What follows belongs to an exercise in optimizing a design on an open flow for small area; a production flow would make more cautious choices.
In this exercise RTL edits were held to simulation tests only and were not proved equivalent to the original.
Power is estimated from default activity; no workload was simulated.

==> job 724: inputs <==
==> flow/design.v <==
module rerok_rx (
    input  wire        clk,
    input  wire        rst,           
    input  wire        from_board,    
    input  wire        sym_valid,
    input  wire [9:0]  sym,
    output wire        word_valid,
    output wire [5:0]  word_index,
    output wire [31:0] word_data,
    output wire        frame_done,
    output reg  [2:0]  frame_reason,
    output wire [7:0]  frame_type,
    output wire [15:0] frame_seq,
    output wire [7:0]  frame_len
);
    localparam [2:0] R_OK    = 3'd0;
    localparam [2:0] R_CODE  = 3'd1;
    localparam [2:0] R_TYPE  = 3'd2;
    localparam [2:0] R_LEN   = 3'd3;
    localparam [2:0] R_CRC   = 3'd4;
    localparam [2:0] R_FIELD = 3'd5;
    localparam [1:0] S_HUNT  = 2'd0;    
    localparam [1:0] S_COMMA = 2'd1;    
    localparam [1:0] S_BODY  = 2'd2;    
    localparam [1:0] S_CRC   = 2'd3;    
    localparam [31:0] CRC_RESIDUE = 32'hDEBB20E3;
    function [31:0] crc_byte;
        input [31:0] crc;
        input [7:0]  d;
        integer      k;
        reg   [31:0] c;
        begin
            c = crc;
            for (k = 0; k < 8; k = k + 1) begin
                if (c[0] ^ d[k])
                    c = (c >> 1) ^ 32'hEDB88320;
                else
                    c = c >> 1;
            end
            crc_byte = c;
        end
    endfunction
    reg         rd;          
    reg  [1:0]  state;
    reg  [7:0]  pos;         
    reg  [7:0]  f_type;
    reg  [15:0] f_seq;
    reg  [5:0]  f_len;       
    reg  [31:0] crc;
    reg  [23:0] word_sr;     
    reg         field_ok;
    wire take = sym_valid & ~rst;
    wire [5:0] c6 = sym[9:4];
    wire [3:0] c4 = sym[3:0];
    wire [5:0] u;
    reg p6, m6, p4, m4;
    always @(*) begin
        case (c6)
            6'b000000: {p6, m6} = 2'b01;
            6'b000001: {p6, m6} = 2'b01;
            6'b000010: {p6, m6} = 2'b01;
            6'b000011: {p6, m6} = 2'b01;
            6'b000100: {p6, m6} = 2'b01;
            6'b000101: {p6, m6} = 2'b01;
            6'b000110: {p6, m6} = 2'b01;
            6'b000111: {p6, m6} = 2'b10;
            6'b001000: {p6, m6} = 2'b01;
            6'b001001: {p6, m6} = 2'b01;
            6'b001010: {p6, m6} = 2'b01;
            6'b001100: {p6, m6} = 2'b01;
            6'b001111: {p6, m6} = 2'b10;
            6'b010000: {p6, m6} = 2'b01;
            6'b010001: {p6, m6} = 2'b01;
            6'b010010: {p6, m6} = 2'b01;
            6'b010100: {p6, m6} = 2'b01;
            6'b010111: {p6, m6} = 2'b10;
            6'b011000: {p6, m6} = 2'b01;
            6'b011011: {p6, m6} = 2'b10;
            6'b011101: {p6, m6} = 2'b10;
            6'b011110: {p6, m6} = 2'b10;
            6'b011111: {p6, m6} = 2'b10;
            6'b100000: {p6, m6} = 2'b01;
            6'b100001: {p6, m6} = 2'b01;
            6'b100010: {p6, m6} = 2'b01;
            6'b100100: {p6, m6} = 2'b01;
            6'b100111: {p6, m6} = 2'b10;
            6'b101000: {p6, m6} = 2'b01;
            6'b101011: {p6, m6} = 2'b10;
            6'b101101: {p6, m6} = 2'b10;
            6'b101110: {p6, m6} = 2'b10;
            6'b101111: {p6, m6} = 2'b10;
            6'b110000: {p6, m6} = 2'b01;
            6'b110011: {p6, m6} = 2'b10;
            6'b110101: {p6, m6} = 2'b10;
            6'b110110: {p6, m6} = 2'b10;
            6'b110111: {p6, m6} = 2'b10;
            6'b111000: {p6, m6} = 2'b01;
            6'b111001: {p6, m6} = 2'b10;
            6'b111010: {p6, m6} = 2'b10;
            6'b111011: {p6, m6} = 2'b10;
            6'b111100: {p6, m6} = 2'b10;
            6'b111101: {p6, m6} = 2'b10;
            6'b111110: {p6, m6} = 2'b10;
            6'b111111: {p6, m6} = 2'b10;
            default: {p6, m6} = 2'b00;
        endcase
        case (c4)
            4'b0000: {p4, m4} = 2'b01;
            4'b0001: {p4, m4} = 2'b01;
            4'b0010: {p4, m4} = 2'b01;
            4'b0011: {p4, m4} = 2'b10;
            4'b0100: {p4, m4} = 2'b01;
            4'b0111: {p4, m4} = 2'b10;
            4'b1000: {p4, m4} = 2'b01;
            4'b1011: {p4, m4} = 2'b10;
            4'b1100: {p4, m4} = 2'b01;
            4'b1101: {p4, m4} = 2'b10;
            4'b1110: {p4, m4} = 2'b10;
            4'b1111: {p4, m4} = 2'b10;
            default: {p4, m4} = 2'b00;
        endcase
    end
    reg ok6;
    always @(*) begin
        case (u)
            6'b001011: ok6 = 1'b1;
            6'b001101: ok6 = 1'b1;
            6'b001110: ok6 = 1'b1;
            6'b010011: ok6 = 1'b1;
            6'b010101: ok6 = 1'b1;
            6'b010110: ok6 = 1'b1;
            6'b010111: ok6 = 1'b1;
            6'b011001: ok6 = 1'b1;
            6'b011010: ok6 = 1'b1;
            6'b011011: ok6 = 1'b1;
            6'b011100: ok6 = 1'b1;
            6'b011101: ok6 = 1'b1;
            6'b011110: ok6 = 1'b1;
            6'b100011: ok6 = 1'b1;
            6'b100101: ok6 = 1'b1;
            6'b100110: ok6 = 1'b1;
            6'b100111: ok6 = 1'b1;
            6'b101001: ok6 = 1'b1;
            6'b101010: ok6 = 1'b1;
            6'b101011: ok6 = 1'b1;
            6'b101100: ok6 = 1'b1;
            6'b101101: ok6 = 1'b1;
            6'b101110: ok6 = 1'b1;
            6'b110001: ok6 = 1'b1;
            6'b110010: ok6 = 1'b1;
            6'b110011: ok6 = 1'b1;
            6'b110100: ok6 = 1'b1;
            6'b110101: ok6 = 1'b1;
            6'b110110: ok6 = 1'b1;
            6'b111000: ok6 = 1'b1;
            6'b111001: ok6 = 1'b1;
            6'b111010: ok6 = 1'b1;
            default: ok6 = 1'b0;
        endcase
    end
    wire [4:0] dx;
    wire [2:0] dy;
    assign dx[0] = (c6[5] & c6[1] & ~c6[0]) | (c6[5] & c6[3] & ~c6[0]) | (c6[4] & ~c6[3] & ~c6[2] & ~c6[1]) | (~c6[5] & c6[2] & c6[1] & c6[0]) | (c6[4] & ~c6[3] & ~c6[1] & ~c6[0]) | (c6[5] & ~c6[4] & ~c6[2] & c6[1]) | (~c6[4] & c6[3] & ~c6[2] & ~c6[1]) | (~c6[4] & ~c6[3] & c6[2] & ~c6[1] & c6[0]) | (c6[4] & c6[3] & c6[2] & c6[0]);
    assign dx[1] = (c6[4] & c6[1] & ~c6[0]) | (~c6[5] & ~c6[3] & c6[2] & c6[0]) | (c6[4] & c6[2] & ~c6[0]) | (c6[5] & ~c6[3] & ~c6[2] & ~c6[1]) | (c6[5] & ~c6[2] & ~c6[1] & ~c6[0]) | (~c6[5] & c6[3] & ~c6[2] & ~c6[1] & c6[0]) | (c6[5] & c6[3] & c6[1] & c6[0]) | (~c6[5] & ~c6[3] & c6[1] & c6[0]) | (c6[5] & c6[3] & c6[2] & c6[0]);
    assign dx[2] = (c6[3] & c6[1] & ~c6[0]) | (c6[5] & c6[3] & ~c6[0]) | (~c6[5] & ~c6[4] & c6[2] & c6[0]) | (~c6[4] & c6[3] & c6[1]) | (c6[5] & ~c6[4] & ~c6[2] & ~c6[1]) | (~c6[5] & c6[4] & ~c6[2] & ~c6[1] & c6[0]) | (~c6[5] & c6[4] & c6[2] & ~c6[1] & ~c6[0]) | (c6[4] & c6[2] & c6[1] & c6[0]) | (c6[5] & c6[4] & c6[2] & c6[0]);
    assign dx[3] = (~c6[5] & c6[2] & ~c6[0]) | (c6[2] & c6[1] & ~c6[0]) | (~c6[5] & c6[4] & ~c6[3] & ~c6[1]) | (~c6[4] & c6[3] & ~c6[1] & ~c6[0]) | (~c6[5] & ~c6[4] & c6[3] & ~c6[1]) | (c6[5] & ~c6[4] & ~c6[3] & ~c6[1] & c6[0]) | (c6[4] & c6[2] & ~c6[0]) | (c6[4] & c6[2] & c6[1]) | (c6[5] & c6[3] & c6[1] & c6[0]) | (c6[5] & c6[4] & c6[1] & c6[0]) | (c6[5] & c6[4] & c6[3] & c6[0]);
    assign dx[4] = (~c6[2] & c6[1] & c6[0]) | (c6[4] & c6[3] & c6[1]) | (c6[5] & c6[2] & c6[1] & ~c6[0]) | (~c6[5] & c6[4] & ~c6[3] & c6[2] & ~c6[0]) | (~c6[5] & ~c6[4] & c6[3] & c6[2] & ~c6[0]) | (c6[5] & c6[3] & c6[1]) | (c6[5] & c6[4] & c6[1]) | (~c6[4] & ~c6[3] & ~c6[2] & c6[0]) | (~c6[5] & ~c6[3] & ~c6[2] & ~c6[1]) | (~c6[5] & ~c6[4] & ~c6[2] & ~c6[1]) | (~c6[4] & ~c6[3] & ~c6[1] & ~c6[0]) | (~c6[5] & ~c6[4] & ~c6[3] & ~c6[1]);
    assign dy[0] = (c4[3] & ~c4[0]) | (~c4[2] & ~c4[1]) | (~c4[3] & c4[1] & c4[0]);
    assign dy[1] = (~c4[3] & c4[0]) | (c4[2] & c4[1]) | (c4[3] & ~c4[1] & ~c4[0]);
    assign dy[2] = (c4[1] & ~c4[0]) | (~c4[2] & ~c4[0]) | (c4[2] & c4[1]) | (~c4[3] & ~c4[2] & ~c4[1]) | (c4[3] & c4[2] & c4[0]);
    wire rd6 = p6 | (~m6 & rd);
    wire rd4 = p4 | (~m4 & rd6);
    assign u = c6 ^ {6{rd}};
    wire [3:0] v = c4 ^ {4{rd6}};
    wire alt7 = (u == 6'b100011) || (u == 6'b010011) || (u == 6'b001011);
    wire ok4  = (v == 4'b1011) || (v == 4'b1001) || (v == 4'b0101) || (v == 4'b1100) ||
                (v == 4'b1101) || (v == 4'b1010) || (v == 4'b0110) ||
                (v == 4'b1110 && !alt7) || (v == 4'b0111 && alt7);
    wire is_data  = ok6 & ok4;
    wire is_comma = ((sym ^ {10{rd}}) == 10'b0011111010);
    wire [7:0] db = {dy, dx};
    wire in_frame = state[1];
    wire hdr      = (state == S_BODY) & pos[7] & pos[6];
    wire pay      = (state == S_BODY) & ~(pos[7] & pos[6]);
    wire last_b   = (pos[1:0] == 2'd3);        
    wire [7:0] pos_inc = pos + 8'd1;
    wire t_beam = (f_type == 8'h01);
    wire t_evt  = (f_type == 8'h02);
    wire t_ack  = (f_type == 8'h03);
    wire t_crd  = (f_type == 8'h04);
    wire t_sts  = (f_type == 8'h05);
    wire t_hb   = (f_type == 8'h06);
    wire t_chg  = (f_type == 8'h07);
    wire t_aud  = (f_type == 8'h08);
    wire t_mgt  = (f_type == 8'h09);
    wire type_ok = from_board ? (t_ack | t_crd | t_sts | t_hb | t_mgt) :
                                (t_beam | t_evt | t_ack | t_hb | t_chg | t_aud | t_mgt);
    reg len_ok;
    always @(*) begin
        case (f_type)
            8'h01:   len_ok = (db == 8'd7);
            8'h02:   len_ok = (db >= 8'd3) && (db <= 8'd33) && db[0];
            8'h03:   len_ok = (db == 8'd2);
            8'h04:   len_ok = (db == 8'd2);
            8'h05:   len_ok = (db >= 8'd3) && (db <= 8'd35);
            8'h06:   len_ok = (db == 8'd3) || (db == 8'd4);
            8'h07:   len_ok = (db == 8'd3);
            8'h08:   len_ok = (db == 8'd4);
            8'h09:   len_ok = (db >= 8'd3) && (db <= 8'd19);
            default: len_ok = 1'b0;
        endcase
    end
    wire [1:0] mgt_op   = word_sr[17:16];
    wire [3:0] mgt_cnt  = word_sr[23:20];
    wire [7:0] mgt_stat = db;
    wire [5:0] nrep     = db[5:0];
    reg fld_now;
    always @(*) begin
        fld_now = 1'b1;
        if (from_board) begin
            if (t_sts)
                fld_now = ({1'b0, f_len} == {1'b0, nrep} + 7'd3);
            else if (t_hb)
                fld_now = (f_len == 6'd4);
            else if (t_mgt) begin
                if (mgt_stat != 8'd0 || mgt_op == 2'd1)
                    fld_now = (f_len == 6'd3);
                else if (mgt_op == 2'd0)
                    fld_now = (f_len == {2'd0, mgt_cnt} + 6'd4);
            end
        end else begin
            if (t_hb)
                fld_now = (f_len == 6'd3);
            else if (t_mgt) begin
                if (mgt_op == 2'd1)
                    fld_now = (f_len == {2'd0, mgt_cnt} + 6'd4);
                else if (mgt_op == 2'd0)
                    fld_now = (f_len == 6'd3);
            end
        end
    end
    wire crc_good = (crc_byte(crc, db) == CRC_RESIDUE);
    wire start    = take & (state == S_COMMA) & is_data & (db != 8'hC5) & (db != 8'h50);
    wire code_end = take & in_frame & ~is_data;
    wire len_end  = take & hdr & last_b & is_data & ~(type_ok & len_ok);
    wire crc_end  = take & (state == S_CRC) & last_b & is_data;
    assign word_valid = take & pay & last_b & is_data;
    assign word_index = pos[7:2];
    assign word_data  = {db, word_sr};
    assign frame_done = code_end | len_end | crc_end;
    always @(*) begin
        if (!is_data)       frame_reason = R_CODE;
        else if (hdr)       frame_reason = type_ok ? R_LEN : R_TYPE;
        else if (!crc_good) frame_reason = R_CRC;
        else if (!field_ok) frame_reason = R_FIELD;
        else                frame_reason = R_OK;
    end
    assign frame_type = f_type;
    assign frame_seq  = f_seq;
    assign frame_len  = hdr ? db : {2'b00, f_len};
    always @(posedge clk) begin
        if (rst) begin
            rd    <= 1'b0;
            state <= S_HUNT;
        end else if (sym_valid) begin
            rd <= rd4;
            if (in_frame && !is_data)
                state <= is_comma ? S_COMMA : S_HUNT;
            else begin
                case (state)
                    S_HUNT:  if (is_comma) state <= S_COMMA;
                    S_COMMA: if (is_comma) state <= S_COMMA;
                             else if (start) state <= S_BODY;
                             else state <= S_HUNT;
                    S_BODY:  if (hdr && last_b && !(type_ok && len_ok)) state <= S_HUNT;
                             else if (pay && last_b && pos_inc[7:2] == f_len) state <= S_CRC;
                    default: if (last_b) state <= S_HUNT;
                endcase
            end
        end
    end
    always @(posedge clk) begin
        if (take) begin
            pos     <= start ? 8'hFD : pos_inc;
            word_sr <= {db, word_sr[23:8]};
            if (start)
                f_type <= db;
            if (hdr && !last_b)
                f_seq <= {db, f_seq[15:8]};
            if (hdr)
                f_len <= db[5:0];
            if (pay && pos == 8'd6)
                field_ok <= fld_now;
        end
    end
    always @(posedge clk) begin
        if (take)
            crc <= crc_byte(crc | {32{~in_frame}}, db);
    end
endmodule
==> flow/run.sh <==
#!/bin/bash
# synth_recipe.tcl (not shown) runs the flow's synth.tcl, then flattens the netlist and writes it again
# the make line also repeats each setting of config.mk as NAME=value (left out here)
make -C /OpenROAD-flow-scripts/flow DESIGN_CONFIG=/design/flow/config.mk WORK_HOME=/design/flow/orfs CLKGATE_MAP_FILE= SYNTH_SCRIPT=/design/flow/synth_recipe.tcl finish
==> flow/config.mk <==
export PLATFORM = sky130hd
export DESIGN_NAME = rerok_rx
export DESIGN_NICKNAME = rerok_rx
export VERILOG_FILES = /design/flow/design.v
export SDC_FILE = /design/flow/constraint.sdc
export NUM_CORES = 4
export LEC_CHECK = 0
export CAP_MARGIN = 20
export CORE_MARGIN = 2
export CORE_UTILIZATION = 40
export SLEW_MARGIN = 20
==> flow/constraint.sdc <==
create_clock -name core_clock -period 10.0 [get_ports {clk}]
set_input_delay 2.0000 -clock core_clock [delete_from_list [all_inputs] [get_ports {clk}]]
set_output_delay 2.0000 -clock core_clock [all_outputs]
set_load 0.01 [all_outputs]
==> inputs of job 798, as changes to job 724 <==
--- a/flow/design.v
+++ b/flow/design.v
@@ -24,5 +24,8 @@
     localparam [1:0] S_BODY  = 2'd2;    
     localparam [1:0] S_CRC   = 2'd3;    
-    localparam [31:0] CRC_RESIDUE = 32'hDEBB20E3;
+    localparam [7:0] CRC_K0 = 8'hFF;
+    localparam [7:0] CRC_K1 = 8'h72;
+    localparam [7:0] CRC_K2 = 8'h00;
+    localparam [7:0] CRC_K3 = 8'hED;
     function [31:0] crc_byte;
         input [31:0] crc;
@@ -50,4 +53,5 @@
     reg  [23:0] word_sr;     
     reg         field_ok;
+    reg         crc_ok;      
     wire take = sym_valid & ~rst;
     wire [5:0] c6 = sym[9:4];
@@ -240,5 +244,15 @@
         end
     end
-    wire crc_good = (crc_byte(crc, db) == CRC_RESIDUE);
+    reg [7:0] crc_k;
+    always @(*) begin
+        case (pos[1:0])
+            2'd0:    crc_k = CRC_K0;
+            2'd1:    crc_k = CRC_K1;
+            2'd2:    crc_k = CRC_K2;
+            default: crc_k = CRC_K3;
+        endcase
+    end
+    wire crc_byte_ok = ((crc[7:0] ^ db) == crc_k);
+    wire crc_good    = crc_byte_ok & crc_ok;
     wire start    = take & (state == S_COMMA) & is_data & (db != 8'hC5) & (db != 8'h50);
     wire code_end = take & in_frame & ~is_data;
@@ -296,5 +310,7 @@
     always @(posedge clk) begin
         if (take)
-            crc <= crc_byte(crc | {32{~in_frame}}, db);
+            crc <= crc_byte(crc, db) | {32{~(is_data & (in_frame | (state == S_COMMA)))}};
+        if (take)
+            crc_ok <= crc_byte_ok & (crc_ok | (pos[1:0] == 2'd0));
     end
 endmodule
==> flow/flow/run.sh (new file) <==
#!/bin/bash
# The standard layout, with the port buffers made from buf_1 cells and a clock tree
# without dummy loads. Each tool's full output goes to a log file in this folder.
set -euo pipefail
bash standard.sh \
  "BUFFER_PORTS_ARGS=-buffer_cell sky130_fd_sc_hd__buf_1" \
  "CTS_ARGS=-sink_clustering_enable -repair_clock_nets -dont_use_dummy_load -buf_list sky130_fd_sc_hd__clkbuf_8" \
  finish > flow_make.log 2>&1
==> flow/standard.sh (new file) <==
#!/bin/bash
# synth_recipe.tcl (not shown) runs the flow's synth.tcl, then flattens the netlist and writes it again
# the make line also repeats each setting of config.mk as NAME=value (left out here)
make -C /OpenROAD-flow-scripts/flow DESIGN_CONFIG=/design/flow/config.mk WORK_HOME=/design/flow/orfs CLKGATE_MAP_FILE= SYNTH_SCRIPT=/design/flow/synth_recipe.tcl "${@:-finish}"
removed: flow/run.sh
==> inputs of job 2057, as changes to job 724 <==
==> flow/flow/run.sh (new file) <==
#!/bin/bash
# The standard layout, with the port buffers made from buf_1 cells and a clock tree
# without dummy loads. Each tool's full output goes to a log file in this folder.
set -euo pipefail
bash standard.sh \
  "BUFFER_PORTS_ARGS=-buffer_cell sky130_fd_sc_hd__buf_1" \
  "CTS_ARGS=-sink_clustering_enable -repair_clock_nets -dont_use_dummy_load" \
  finish > flow_make.log 2>&1
==> flow/standard.sh (new file) <==
#!/bin/bash
# synth_recipe.tcl (not shown) runs the flow's synth.tcl, then flattens the netlist and writes it again
# the make line also repeats each setting of config.mk as NAME=value (left out here)
make -C /OpenROAD-flow-scripts/flow DESIGN_CONFIG=/design/flow/config.mk WORK_HOME=/design/flow/orfs CLKGATE_MAP_FILE= SYNTH_SCRIPT=/design/flow/synth_recipe.tcl "${@:-finish}"
removed: flow/run.sh
==> summary of the runs <==
- Clock skew, highest first: job 798, job 2057, job 724.
- In job 724 the via count is larger than in job 798, by 8.8%.
- Sequential power is about the same in job 2057 and job 724.
- Combinational power: job 724 is higher than job 798 (78%).

separate check: timing with driven ports:
In the flow no input, the clock included, has a driving cell. The finished layouts below were timed again as built, in two steps.
Step 1 (the two cells are an assumption about what drives the block):
set clk [get_ports {clk}]
set_driving_cell -lib_cell sky130_fd_sc_hd__clkbuf_16 $clk
set_driving_cell -lib_cell sky130_fd_sc_hd__buf_2 [delete_from_list [all_inputs] $clk]
Step 2 times the ports against the registers' clock, not the clock port: input delays grow and output delays shrink by t, the midpoint of the rising clock arrivals with the driver on.
Slacks: ideal ports / drivers / drivers and shift; pairs: ideal ports / drivers.
run	shift t [ns]	setup WS [ns]	hold WS [ns]	clock arrival spread, ns	pins driven straight from the clock port
job 724	0.385	1.113 / 1.092 / 1.092	0.447 / 0.447 / 0.447	0.010 / 0.010	1
job 798	0.402	2.535 / 2.503 / 2.503	0.452 / 0.452 / 0.452	0.032 / 0.032	1
job 2057	0.387	1.815 / 1.789 / 1.789	0.440 / 0.440 / 0.440	0.016 / 0.016	1
After both steps setup and hold are still met in every run listed. For job 798, which loses most, drivers alone change the setup slack by -0.032 ns; drivers and shift together by -0.032 ns.
